Source: an optimization exercise on an open RTL-to-GDS flow (aim: small area, a short achievable clock period and few clock cycles per item). Production flows keep margins and buffers that such runs may drop. Only simulation tests tie the RTL to the original design; equivalence was not proved. Power figures rest on the tool's default switching activity, not on a simulated workload.

==> flow/design.v (outline; a module is shown in full before it is edited, if it fits) <==
// module srv_axis: 1119 lines
// module srv_mucs: 550 lines
// module srv_ks48: 421 lines
// module srv_ks36: 289 lines
// module srv_ks33: 256 lines
module srv_axis (
    input  wire        clk,
    input  wire        rst,
    input  wire        start,
    output reg         ready,
    output reg         done,
    input  wire        y_valid,
    input  wire        loop_start,
    input  wire [31:0] r,
    input  wire [31:0] y,
    input  wire [31:0] ul,
    input  wire        bq1_en,
    input  wire        bq2_en,
    input  wire        ff_en,
    input  wire [31:0] kp,
    input  wire [31:0] ki,
    input  wire [31:0] kd,
    input  wire [4:0]  sh_kp,
    input  wire [4:0]  sh_ki,
    input  wire [4:0]  sh_kd,
    input  wire [30:0] ilim,
    input  wire [22:0] out_lim,
    input  wire [31:0] kvf,
    input  wire [31:0] kaf,
    input  wire [4:0]  sh_kvf,
    input  wire [4:0]  sh_kaf,
    input  wire [159:0] bq1_coef,
    input  wire [24:0]  bq1_shift,
    input  wire [159:0] bq2_coef,
    input  wire [24:0]  bq2_shift,
    input  wire [191:0] pm_coef,
    input  wire [29:0]  pm_shift,
    input  wire [31:0]  pm_rest,
    input  wire [23:0]  pm_tol,
    input  wire [7:0]   pm_count,
    output reg  [23:0] u,
    output wire [31:0] mon_e,
    output reg  [31:0] mon_i,
    output reg  [31:0] res,
    output reg         res_tested,
    output reg         arith_sat,
    output reg         i_sat,
    output reg         i_swap,
    output reg         out_sat,
    output reg         plaus
);
  // ...
==> flow/run.sh <==
#!/bin/bash
# synth_recipe.tcl (not shown) runs the flow's synth.tcl, then flattens the netlist and writes it again
# the make line also repeats each setting of config.mk as NAME=value (left out here)
make -C /OpenROAD-flow-scripts/flow DESIGN_CONFIG=/design/flow/config.mk WORK_HOME=/design/flow/orfs CLKGATE_MAP_FILE= SYNTH_SCRIPT=/design/flow/synth_recipe.tcl finish
==> flow/config.mk <==
export PLATFORM = sky130hd
export DESIGN_NAME = srv_axis
export DESIGN_NICKNAME = srv_axis
export VERILOG_FILES = /design/flow/design.v
export SDC_FILE = /design/flow/constraint.sdc
export NUM_CORES = 8
export LEC_CHECK = 0
export CAP_MARGIN = 40
export CORE_MARGIN = 2
export CORE_UTILIZATION = 30
export SLEW_MARGIN = 60
==> flow/constraint.sdc <==
create_clock -name core_clock -period 25.0 [get_ports {clk}]
set_input_delay 5.0000 -clock core_clock [delete_from_list [all_inputs] [get_ports {clk}]]
set_output_delay 5.0000 -clock core_clock [all_outputs]
set_load 0.01 [all_outputs]
==> run_results.csv, run 1 <==
group,metric,value,unit
power,pwr-share-comb,66.7,%
clock_network,cts_hold_buf,0,
cells_and_area,final_cell_mix,"nand2_1, o21ai_0, dfxtp_1",
cells_and_area,fin_util,36.8,%
cells_and_area,fin_cells,23700,
setup_path,cp_slowest_cell,"edfxtp_1",
timing,setup_ws,17.43,ns
cells_and_area,nNonClkInverters,1018,
setup_path,path_max_fanout,5,
floorplan,dieArea,0.458,sq mm
routing,num_vias,158000,
run_status,status,"no timing/DRC/antenna violations",
synthesis,ys_types,112,
setup_path,cp_top_family,"flip-flops",
global_route,grt_usage,37.9,%
synthesis,ys_ff_latch,1564,
cells_and_area,buffers_excl_clock,1882,
global_route,grt_use_met1,43.2,%
cells_and_area,clockNetworkAreaShare,4.18,%
routing,finalWirelength,915000,um
cells_and_area,multi_input_area,0.0954,sq mm
synthesis,synth_edf_count,336,
clock_network,cts-htree-levels,4,
synthesis,synthMuxAreaShare,4.18,%
setup_path,r2r_cells,21,
timing,fin_tns_setup,0,ns
cells_and_area,drive_gt1_share,11.2,%
setup_path,worstReg2RegEnd,"u[14]",
synthesis,netlist.area_leader.share,18.1,%
clock_network,postCtsSetupRepairBufs,0,
power,maxPowerGroup,"combinational cells",
power,pwr-share-seq,17.8,%
floorplan,rows,247,
global_route,met2_usage,54.5,%
floorplan,core-area,0.452,sq mm
timing,skew,0.154,ns
clock_network,cts_resized,0,
Testbench counts, summed over its fixed seeds: cycles 26,969, steps 1,920.
==> run 2, diff against run 1 <==
--- a/flow/config.mk
+++ b/flow/config.mk
@@ -7,2 +7,3 @@
 export LEC_CHECK = 0
+export ABC_AREA = 1
 export CAP_MARGIN = 40
==> run 2 against run 1 <==
Effect of this change: still clean on timing, DRC and antenna; register-to-register slack improved by 0.18 ns; sequential cell count did not move; clock skew fell by 0.073 ns; die area fell by 0.60%; non-clock buffer count fell by 311; power fell by 13%; global-route usage fell by 1.1 points; final cell count rose by 12%; fmax rose by 1.7%; utilization fell by 0.46 points; largest power group unchanged.
==> run_results.csv, run 2 <==
group,metric,value,unit
clock_network,cts_buffer_depth,4,
floorplan,ios,1127,
synthesis,synth-async-reset-ratio,0,%
cells_and_area,design_area,0.163,sq mm
routing,finalWirelength,878000,um
timing,max_freq,134,MHz
run_status,status,"no timing/DRC/antenna violations",
synthesis,synth_top_area_cell,"dfxtp_1",
clock_network,clk_latency,0.99,ns
setup_path,cp_top_family,"flip-flops",
setup_path,crit_start,"res[26]",
synthesis,synth_edf_count,336,
synthesis,yosysSeqAreaShare,25.7,%
floorplan,rows,246,
routing,vias_per_cell,5.87,
clock_network,clk_pin_slew,0.06,ns
setup_path,worstReg2RegStart,"bs1[1]",
clock_network,cts_resized,0,
timing,fin_tns_setup,0,ns
clock_network,cts_buffers,204,
clock_network,postCtsSetupRepairBufs,0,
cells_and_area,nets,22500,
synthesis,ys_types,77,
routing,num_vias,156000,
setup_path,cp_slowest_stage_delay,0.76,ns
global_route,grt_pass1_wl,1180000,um
timing,relSlewSlack,51.6,%
place,place_ws,17.74,ns
clock_network,cts_hold_buf,0,
synthesis,syn-instance-count,19800,
synthesis,ys_ff_latch,1564,
timing,rsz0062_at_grt,"no",
setup_path,arrival,2.45,ns
global_route,grt_usage,36.9,%
synthesis,synth_fp_nets,21900,
synthesis,ys_dominant_reg_cell,"dfxtp_1",
power,power.density,111,mW/mm^2
setup_path,end_kind,"output pin",
place,gp_congestion,1.13,
timing,period_share,29.8,%
worst_hold_path,hold_end,"ql[6]",
power,leakagePower,71.0,nW
routing,drc,0,
timing,setup_viol,0,
global_route,antenna_found_initial,142,
synthesis,avgSynthCellArea,6.81,sq um
setup_path,r2r_slack,18.20,ns
place,dp_hpwl,704000,um
routing,wl_per_cell,33.0,um
place,numPortBuffers,1126,
setup_path,path_cells,"clkdlybuf4s50_1",
cells_and_area,top_regs,"plo0 (48), plo1 (48)",
clock_network,cts_num_sinks,1564,
global_route,grt_pass1_vias,143000,
synthesis,syn-cell-area,0.135,sq mm
floorplan,core-area,0.449,sq mm
routing,ant_nets,0,
cells_and_area,final_cell_mix,"nand2_1, inv_1, nand3_1",
setup_path,worstReg2RegEnd,"wvw[19]",
synthesis,synth-warning-count,1,
flow_run,drv_cap,0,
floorplan,die_x,675,um
setup_path,critPathRequiredTime,20.00,ns
timing,slew_violations,0,
setup_path,path_max_fanout,5,
clock_network,cts_root_buf,"clkbuf_16",
routing,first_pass_iters,8,
global_route,grt_max_degree,112,
timing,skew,0.0811,ns
worst_hold_path,hp-class,"flop to flop",
cells_and_area,mostFrequentLayoutCell,"nand2_1",
power,vdd_ir_drop_max,99.8,uV
setup_path,crit_path_start_kind,"flop",
worst_hold_path,holdPathStages,2,
setup_path,path_class,"flop to output pin",
cells_and_area,fin_util,36.4,%
timing,period_minus_slack,7.45,ns
floorplan,die_h,675,um
timing,hold_violations,0,
setup_path,cp_slowest_cell,"edfxtp_1",
worst_hold_path,hp-start,"frac2_0[6]",
synthesis,synthTopCellsByCount,"nand2_1, inv_1, nand3_1",
routing,first_iter_violations,21900,
clock_network,cts-htree-levels,4,
cells_and_area,drive_gt1_share,6.59,%
clock_network,cts_tree,"done",
setup_path,r2r_cells,30,
timing,tightest_slew,0.721,ns
synthesis,netlist_top_cells_area,"dfxtp_1, nand2_1, fa_1",
global_route,grt-ovfl-total,0,
cells_and_area,area_growth,20.8,%
floorplan,dieArea,0.456,sq mm
timing,setup_ws,17.55,ns
setup_path,crit_buf_inv,1,
synthesis,netlist.area_leader.share,18.2,%
timing,hold_slack,0.423,ns
synthesis,yosysMostFrequentCell,"nand2_1",
floorplan,start_util,30.1,%
place,postPlaceCellArea,0.155,sq mm
## run 2: cell type report
cell class	instances	area (sq um)
Sequential cell	1564	34700
Antenna cell	82	205
Timing Repair Buffer	1571	15400
Clock inverter	98	1100
Multi-Input combinational cell	14300	87700
Inverter	2792	10600
Fill cell	48300	286000
Clock buffer	283	5960
Tap cell	5952	7450
## run 2: cells by family (layout without fill, tap and decap cells)
group / count (synthesis) / in the layout / share of synthesized area, %
mux: 14 / 14 / 0.106
other cells: 0 / 82 / 0
fa+ha+maj: 1066 / 1066 / 12.8
simple gates: 7511 / 7511 / 23.5
flops: 1564 / 1564 / 25.7
xor+xnor: 859 / 859 / 5.59
buf+inv: 3998 / 4744 / 11.3
compound gates: 4820 / 4820 / 21.0
## run 2: worst max-delay path by stage
stage	to	slack, ns	cells past startpoint
after global routing	res[25]	17.55	3
after detailed placement	cr0[12]	17.74	7
after global placement	cr0[12]	17.29	7
final	res[26]	17.55	1
after CTS	ready	17.42	1
after floorplan	asA[2]	19.13	6
## run 2: report_power, final
part           leakage (nW)  switching [mW]  internal [mW]
Combinational          54.4            8.32           3.05
Clock                  3.45            1.37           1.85
Sequential             13.2           0.394           3.14
## run 2: per-stage QoR
| stage | total power, mW | std cells |
|---|---|---|
| after global routing | 18.9 | 26600 |
| after floorplan | 9.45 | 19800 |
| after CTS | 17.6 | 26500 |
| after detailed placement | 14.4 | 26100 |
| after global placement | 14.1 | 26100 |
| final | 18.1 | 26600 |
## run 2: layer usage
metal / wire, um / track usage (%)
met5: 400 / 0
met3: 110000 / 11.8
met1: 351000 / 48.0
met4: 58600 / 20.4
met2: 358000 / 53.6
==> run 3, diff against run 2 <==
--- a/flow/config.mk
+++ b/flow/config.mk
@@ -7,6 +7,5 @@
 export LEC_CHECK = 0
-export ABC_AREA = 1
-export CAP_MARGIN = 40
+export CAP_MARGIN = 50
 export CORE_MARGIN = 2
 export CORE_UTILIZATION = 30
-export SLEW_MARGIN = 60
+export SLEW_MARGIN = 70
==> run 3 against run 2 <==
Effect of this change: still clean; non-clock buffer count grew 589; die area is 0.61% higher; critical path depth up 1; first-iteration DRC count grew 23%; utilization rose by 1.8 points; critical endpoint is now res[12]; largest cell class unchanged; largest power group unchanged.
==> run_results.csv, run 3 <==
group,metric,value,unit
timing,relSlewSlack,62.9,%
clock_network,cts_resized,0,
setup_path,critPathRequiredTime,20.00,ns
cells_and_area,final_cell_mix,"nand2_1, o21ai_0, dfxtp_1",
timing,max_freq,135,MHz
clock_network,cts_hold_buf,0,
power,power.density,124,mW/mm^2
routing,finalWirelength,917000,um
setup_path,end_kind,"output pin",
floorplan,die_h,677,um
synthesis,avgSynthCellArea,8.06,sq um
run_status,status,"no timing/DRC/antenna violations",
synthesis,synth-async-reset-ratio,0,%
floorplan,core-area,0.452,sq mm
synthesis,synthTopCellsByCount,"nand2_1, clkbuf_1, dfxtp_1",
floorplan,start_util,30.1,%
routing,first_pass_iters,11,
cells_and_area,area_growth,26.8,%
place,postPlaceCellArea,0.163,sq mm
clock_network,cts_buffers,200,
floorplan,ios,1127,
timing,period_share,29.7,%
routing,first_iter_violations,27000,
clock_network,cts_tree,"done",
setup_path,path_class,"flop to output pin",
synthesis,ys_dominant_reg_cell,"dfxtp_1",
power,vdd_ir_drop_max,105,uV
setup_path,crit_path_start_kind,"flop",
synthesis,syn-instance-count,16900,
synthesis,syn-cell-area,0.136,sq mm
timing,tightest_slew,0.557,ns
clock_network,cts-htree-levels,4,
clock_network,clk_pin_slew,0.07,ns
synthesis,netlist.area_leader.share,18.1,%
timing,hold_violations,0,
cells_and_area,n_fill_cell,46200,
timing,skew,0.136,ns
cells_and_area,design_area,0.172,sq mm
synthesis,yosysSeqAreaShare,25.5,%
clock_network,cts_buffer_depth,4,
clock_network,cts_root_buf,"clkbuf_16",
timing,rsz0062_at_grt,"no",
place,placed_cells,23400,
global_route,grt-ovfl-total,0,
synthesis,synth-warning-count,1,
cells_and_area,mostFrequentLayoutCell,"nand2_1",
place,numPortBuffers,1126,
power,leakagePower,65.6,nW
place,dp_hpwl,709000,um
synthesis,synth_fp_nets,18900,
routing,drc,0,
clock_network,cts_num_sinks,1564,
global_route,antenna_found_initial,168,
global_route,grt_usage,38.0,%
synthesis,ys_types,112,
routing,num_vias,159000,
routing,wl_per_cell,38.2,um
worst_hold_path,hp-class,"flop to flop",
synthesis,ys_ff_latch,1564,
setup_path,path_max_fanout,3,
synthesis,synth_top_area_cell,"dfxtp_1",
timing,period_minus_slack,7.43,ns
floorplan,dieArea,0.458,sq mm
timing,setup_viol,0,
timing,fin_tns_setup,0,ns
cells_and_area,fin_cells,24000,
global_route,grt_pass1_wl,1240000,um
synthesis,yosysMostFrequentCell,"nand2_1",
routing,vias_per_cell,6.63,
routing,ant_nets,0,
place,gp_congestion,1.08,
floorplan,rows,247,
clock_network,postCtsSetupRepairBufs,0,
clock_network,clk_latency,1.06,ns
global_route,grt_max_degree,68,
setup_path,arrival,2.43,ns
setup_path,r2r_slack,18.06,ns
cells_and_area,top_regs,"plo0 (48), plo1 (48)",
timing,slew_violations,0,
synthesis,netlist_top_cells_area,"dfxtp_1, fa_1, edfxtp_1",
floorplan,die_x,677,um
cells_and_area,drive_gt1_share,14.9,%
flow_run,drv_cap,0,
cells_and_area,fin_util,38.1,%
global_route,grt_pass1_vias,146000,
cells_and_area,nets,19800,
synthesis,synth_edf_count,336,
run 3: worst max-delay path, cell delays in order (launching register included):
cell	delay, ns
edfxtp_1	0.51
buf_4	0.27
clkdlybuf4s50_1	0.59
run 3: stage by stage:
| step | hold WS, ns | worst slack [ns] | total power, mW |
|---|---|---|---|
| floorplan | 0.408 | 19.10 | 10.6 |
| global placement | 0.412 | 17.03 | 16.3 |
| detailed placement | 0.419 | 17.86 | 17.2 |
| CTS | 0.425 | 17.65 | 20.5 |
| global route | 0.440 | 17.65 | 22.0 |
| finish | 0.428 | 17.57 | 21.4 |
run 3: report_power, final:
group | leakage (nW) | internal, mW | switching [mW]
Clock | 3.42 | 1.81 | 1.40
Combinational | 49.0 | 4.68 | 9.85
Sequential | 13.2 | 3.17 | 0.526
run 3: cell families (layout without fill, tap and decap cells):
family                     Yosys count  after routing  share of synthesized area, %
AOI/OAI and AO/OA                 6286           6286                          31.6
xor gates and xnor gates           683            683                          4.41
adders and majority gates         1110           1110                          13.1
buffers and inverters             2514           3552                          6.99
DFF                               1564           1564                          25.5
muxes                              527            527                          4.18
other                                0            146                             0
and+or+nand+nor                   4187           4187                          14.3
run 3: cell type report:
class,count,area [sq um],area share [%]
Antenna cell,146,365,0.212
Clock buffer,257,5700,3.31
Clock inverter,117,1350,0.784
Inverter,1018,3850,2.24
Multi-Input combinational cell,12800,98000,56.9
Sequential cell,1564,34900,20.3
Tap cell,5976,7480,4.34
Timing Repair Buffer,2160,20700,12.0
run 3: worst paths after layout:
path / end / from / cells after the start
worst max-delay path: res[12] / res[12] / 2
worst min register to register: ps1[1] / cs1[1] / 0
worst max register to register: mrb0 / mc0[0] / 21
worst min-delay path: ps1[1] / cs1[1] / 0
run 3: metal layers:
layer	vias to the layer above	global-route usage, %	routed length (um)
li1	65000	-	-
met2	13300	54.4	373000
met5	-	0.0104	754
met4	80	33.1	99300
met1	77600	43.6	316000
met3	3432	15.5	128000

-- static timing again, ports no longer ideal --
No port has a modelled driver above. Below, the same layouts with a new extraction and two added sets of constraints. Step 1: set_driving_cell puts a clkbuf_16 on clk and a buf_2 on each other input, an assumption about the parent block. Step 2 times the ports against the registers' clock, not the clock port: input delays grow and output delays shrink by t, the midpoint of the rising clock arrivals with the driver on. Three values: ideal ports, drivers, drivers and shift; two values: the first two.
run | shift t [ns] | slack for setup (ns) | hold WS [ns] | worst setup path at the end
run 1 | 1.143 | 17.430 / 17.322 / 17.920 | 0.432 / 0.432 / 0.432 | input to register
run 2 | 1.046 | 17.555 / 17.455 / 17.468 | 0.423 / 0.423 / 0.423 | input to register
run 3 | 1.138 | 17.571 / 17.429 / 17.775 | 0.428 / 0.428 / 0.428 | input to register
After both steps setup and hold are still met in every run listed. The setup slack of run 2, which loses most, moves by -0.100 ns with the drivers and by -0.087 ns with both steps.
